Source: an optimization exercise on an open RTL-to-GDS flow (aim: small area, a short achievable clock period and few clock cycles per item). Production flows keep margins and buffers that such runs may drop. The RTL was checked by simulation tests, not by an equivalence proof against the original design.

==> nickel <==
## abacus_section
module abacus_section (
    input  wire        clk,
    input  wire        rst,
    input  wire        start,
    output wire        ready,
    input  wire [2:0]  opc,
    input  wire [3:0]  shift,
    input  wire [1:0]  sub,
    input  wire [1:0]  aw,
    input  wire        limen,
    input  wire [31:0] opa,
    input  wire [31:0] opb,
    input  wire [31:0] gaina,
    input  wire [31:0] gainb,
    input  wire [31:0] b0,
    input  wire [31:0] b1,
    input  wire [31:0] b2,
    input  wire [31:0] a1,
    input  wire [31:0] a2,
    input  wire [31:0] limhi,
    input  wire [31:0] limlo,
    input  wire [31:0] aux,
    input  wire [31:0] st0,
    input  wire [31:0] st1,
    output reg         done,
    output reg  [31:0] y,
    output reg  [31:0] ns0,
    output reg  [31:0] ns1,
    output reg  [1:0]  ns_we,
    output reg  [2:0]  sat_cnt,
    output reg         divg
);
clock: 30.0 ns
lec_check: 0
abc_area: 1
cap_margin: 20
core_margin: 2
core_utilization: 30
place_density: 0.5
slew_margin: 20
standard.sh (not shown) runs the stock make flow with config.mk's settings and CLKGATE_MAP_FILE= SYNTH_SCRIPT=/design/flow/synth_recipe.tcl, a recipe that flattens the netlist after the stock synthesis.
==> flow/flow/run.sh <==
#!/bin/bash
# The standard layout (standard.sh: the standard synthesis and the ORFS
# steps to finish), with one change: the port buffers that buffer_ports puts
# on every input and output are buf_2 cells rather than the larger
# clkdlybuf4s50_1 delay cells it picks by default. The layout's full output
# goes to standard.log in the work folder; ORFS keeps each step's own log
# under orfs/logs/.
set -euo pipefail
export BUFFER_PORTS_ARGS="-buffer_cell sky130_fd_sc_hd__buf_2"
bash standard.sh > standard.log 2>&1
==> zinc (differences from nickel) <==
==> flow/flow/run.sh (replaced) <==
#!/bin/bash
# The standard layout (standard.sh: the standard synthesis and the ORFS
# steps to finish) at the design's clock and constraints, with two changes
# to how ORFS optimises it:
#  - the port buffers that buffer_ports puts on every input and output are
#    buf_2 cells rather than the larger clkdlybuf4s50_1 delay cells it picks
#    by default;
#  - ORFS's timing repair (repair_timing after floorplan, CTS and global
#    route) works on every path with less than 22 ns of setup slack, so the
#    resizer also speeds up the paths that set the achieved period.
# The layout's full output goes to standard.log in the work folder; ORFS
# keeps each step's own log under orfs/logs/.
set -euo pipefail
export BUFFER_PORTS_ARGS="-buffer_cell sky130_fd_sc_hd__buf_2"
export SETUP_SLACK_MARGIN=22
export TNS_END_PERCENT=40
bash standard.sh > standard.log 2>&1
==> harbor (differences from nickel) <==
==> flow/flow/run.sh (replaced) <==
#!/bin/bash
# The standard layout (standard.sh: the standard synthesis and the ORFS
# steps to finish) at the design's clock and constraints, with two changes
# to how ORFS optimises it:
#  - the port buffers that buffer_ports puts on every input and output are
#    buf_2 cells rather than the larger clkdlybuf4s50_1 delay cells it picks
#    by default;
#  - ORFS's timing repair (repair_timing after floorplan, CTS and global
#    route) works on every path with less than 20.5 ns of setup slack, so the
#    resizer also speeds up the paths that set the achieved period.
# The layout's full output goes to standard.log in the work folder; ORFS
# keeps each step's own log under orfs/logs/.
set -euo pipefail
export BUFFER_PORTS_ARGS="-buffer_cell sky130_fd_sc_hd__buf_2"
export SETUP_SLACK_MARGIN=20.5
export TNS_END_PERCENT=10
bash standard.sh > standard.log 2>&1
==> summary of the runs <==
harbor completed without violations. zinc completed, yet does not pass: antenna rules. nickel went through all stages and came out clean.
Sequential share of layout area, highest first: nickel, harbor, zinc.
Against harbor, the fmax of nickel is smaller by about 24%.
Sequential cell count is the same in zinc and harbor.
Area after synthesis is the same in nickel and harbor.
Hold slack, lowest first: harbor, zinc, nickel.
Clock-buffer cell count, highest first: nickel, zinc, harbor.
In die area, zinc and nickel do not differ.
Between zinc and nickel, the lower worst setup slack is in nickel (gap 3300 ps).
Between harbor and zinc, the lower wire length is in harbor (gap about 1.4%, measured against zinc).
==> figures <==
| quantity | harbor | zinc | nickel |
|---|---|---|---|
| Outcome | timing/DRC/antenna clean | complete, but fails checks | timing/DRC/antenna clean |
| Reasons for failing layout checks | - | antenna rules | - |
| Highest attainable clock frequency | 98.4 MHz | 99.4 MHz | 75.1 MHz |
| Proportion of cell area occupied by multi-input gates | 62.5% | 62.1% | 64.6% |
| Max incr delay on CP | 680 ps | 600 ps | 750 ps |
| Final non-filler cell total | 17200 | 17500 | 16900 |
| CP bufs+invs | 10 | 7 | 11 |
| Buffer count from post-CTS setup fixing | 272 | 342 | 0 |
| Portion of the layout cell area used by non-clock buffers | 9.49% | 11.0% | 5.17% |
| DRC marker count from the first detailed-route iteration | 16400 | 15700 | 14500 |
| Area of the multi-input gates | 74100 sq um | 77100 sq um | 70700 sq um |
| Residual antenna-violating net count after detailed routing | 0 | 1 | 0 |
| Last weighted congestion value of the routability-driven placer | 1.11 | 1.06 | 1.07 |
| WP data arrival | 10790 ps | 10620 ps | 13810 ps |
| Number of gates resized after cts | 1007 | 1274 | 0 |
| Required time at the worst-slack endpoint | 30630 ps | 30550 ps | 30490 ps |
| Slew Limit Headroom | 10.5% | 8.42% | 11.5% |
| Invs w/o clock | 1432 | 1436 | 1431 |
| Setup skew after layout | 69.2 ps | 51.3 ps | 78.9 ps |
Testbench counts of nickel, summed over its fixed seeds: cycles 27,723, sections 8,000.
Testbench counts of zinc, summed over its fixed seeds: cycles 27,723, sections 8,000.
Testbench counts of harbor, summed over its fixed seeds: cycles 27,723, sections 8,000.

---

==> inputs of trial 83 <==
abacus_section again, from the RTL that the note above started with.
Settings: LEC_CHECK=0, ABC_AREA=1, CAP_MARGIN=20, CORE_MARGIN=2, CORE_UTILIZATION=30, PLACE_DENSITY=0.5, SLEW_MARGIN=20; clock period 30.0 ns.
==> flow/flow/run.sh <==
#!/bin/bash
# The standard layout (standard.sh: the standard synthesis and the ORFS
# steps to finish) at the design's clock and constraints, with two changes
# to how ORFS optimises it:
#  - the port buffers that buffer_ports puts on every input and output are
#    buf_2 cells rather than the larger clkdlybuf4s50_1 delay cells it picks
#    by default;
#  - ORFS's timing repair (repair_timing after floorplan, CTS and global
#    route) works on every path with less than 20.5 ns of setup slack, so the
#    resizer also speeds up the paths that set the achieved period.
# The layout's full output goes to standard.log in the work folder; ORFS
# keeps each step's own log under orfs/logs/.
set -euo pipefail
export BUFFER_PORTS_ARGS="-buffer_cell sky130_fd_sc_hd__buf_2"
export SETUP_SLACK_MARGIN=20.5
export TNS_END_PERCENT=30
bash standard.sh > standard.log 2>&1
==> build 98: changes against trial 83 <==
==> flow/run.sh (new file) <==
#!/bin/bash
# synth_recipe.tcl (not shown) runs the flow's synth.tcl, then flattens the netlist and writes it again
# the make line also repeats each setting of config.mk as NAME=value (left out here)
make -C /OpenROAD-flow-scripts/flow DESIGN_CONFIG=/design/flow/config.mk WORK_HOME=/design/flow/orfs CLKGATE_MAP_FILE= SYNTH_SCRIPT=/design/flow/synth_recipe.tcl finish
removed: flow/flow/run.sh
removed: flow/standard.sh
==> trial 38: changes against trial 83 <==
--- a/flow/flow/run.sh
+++ b/flow/flow/run.sh
@@ -8,3 +8,3 @@
 #  - ORFS's timing repair (repair_timing after floorplan, CTS and global
-#    route) works on every path with less than 20.5 ns of setup slack, so the
+#    route) works on every path with less than 19 ns of setup slack, so the
 #    resizer also speeds up the paths that set the achieved period.
@@ -14,4 +14,4 @@
 export BUFFER_PORTS_ARGS="-buffer_cell sky130_fd_sc_hd__buf_2"
-export SETUP_SLACK_MARGIN=20.5
-export TNS_END_PERCENT=30
+export SETUP_SLACK_MARGIN=19
+export TNS_END_PERCENT=20
 bash standard.sh > standard.log 2>&1
==> notes <==
Non-clock buffer count, highest first: trial 83, trial 38, build 98.
The highest critical path depth belongs to trial 83, the lowest to trial 38.
The lowest register-to-register slack belongs to build 98, the highest to trial 83.
In sequential cell count, trial 83 and trial 38 do not differ.
Against trial 83, the utilization of trial 38 is lower by 1.9 points.
The highest clock skew belongs to build 98, the lowest to trial 38.
Cell count, lowest first: build 98, trial 38, trial 83.
In die area, trial 83 and build 98 do not differ.
==> figures <==
| quantity | trial 38 | trial 83 | build 98 |
|---|---|---|---|
| Run status | timing/DRC/antenna clean | timing/DRC/antenna clean | timing/DRC/antenna clean |
| Stage delay of the slowest cell on the critical path | 0.84 ns | 0.65 ns | 0.81 ns |
| Met2 WL | 241000 um | 248000 um | 250000 um |
| Inverters, non-clock | 1432 | 1432 | 1431 |
| Clock period minus worst slack | 11.09 ns | 10.05 ns | 13.35 ns |
| Reg2reg start | r_b[3] | r_a2[19] | c_ng1 |
| Reg-to-Reg End | x1_r[2] | c_ex[14] | x1_r[3] |
| Critical Path AT | 11.76 ns | 10.70 ns | 13.79 ns |
| Minimum setup slack among reg-to-reg paths | 18.95 ns | 19.95 ns | 16.65 ns |
| Global Route met2 Usage | 0.495 | 0.513 | 0.518 |
| Detailed router's first-iteration violation count | 15644 | 15551 | 14310 |
| Sequential cell area | 19200 um2 | 19300 um2 | 19200 um2 |
| CTS buffer count | 81 | 78 | 83 |
| GR Util met3 | 0.125 | 0.129 | 0.109 |
| Worst Path Buf+Inv | 4 | 10 | 7 |
| Ant diodes | 55 | 52 | 37 |
Testbench counts of trial 83, summed over its fixed seeds: cycles 27,723, sections 8,000.
Testbench counts of build 98, summed over its fixed seeds: cycles 27,723, sections 8,000.
Testbench counts of trial 38, summed over its fixed seeds: cycles 27,723, sections 8,000.

[static timing again, ports no longer ideal]
Ports are ideal in the flow. The routed layouts listed here were re-timed in OpenROAD.
Step 1 assumes that a clkbuf_16 drives the clock port and a buf_2 every other input.
Step 2 moves the port delays by t, midway between the first and last clock arrival at a register: inputs arrive t later, outputs are due t later. That takes back most of the time a late clock gives input paths.
a / b / c = ideal ports / drivers / drivers and shift; a / b = the first two.
run | shift t [ns] | setup WS [ns] | worst register clock-pin slew, ns
nickel | 0.834 | 16.681 / 16.681 / 16.681 | 0.10 / 0.10
zinc | 0.830 | 19.938 / 19.938 / 19.938 | 0.07 / 0.07
harbor | 0.800 | 19.840 / 19.840 / 19.165 | 0.08 / 0.08
trial 83 | 0.810 | 19.947 / 19.947 / 19.259 | 0.08 / 0.08
build 98 | 0.816 | 16.651 / 16.651 / 16.651 | 0.11 / 0.11
trial 38 | 0.842 | 18.915 / 18.949 / 18.145 | 0.08 / 0.08
For trial 38, which loses most, drivers alone change the setup slack by +0.034 ns; drivers and shift together by -0.770 ns.
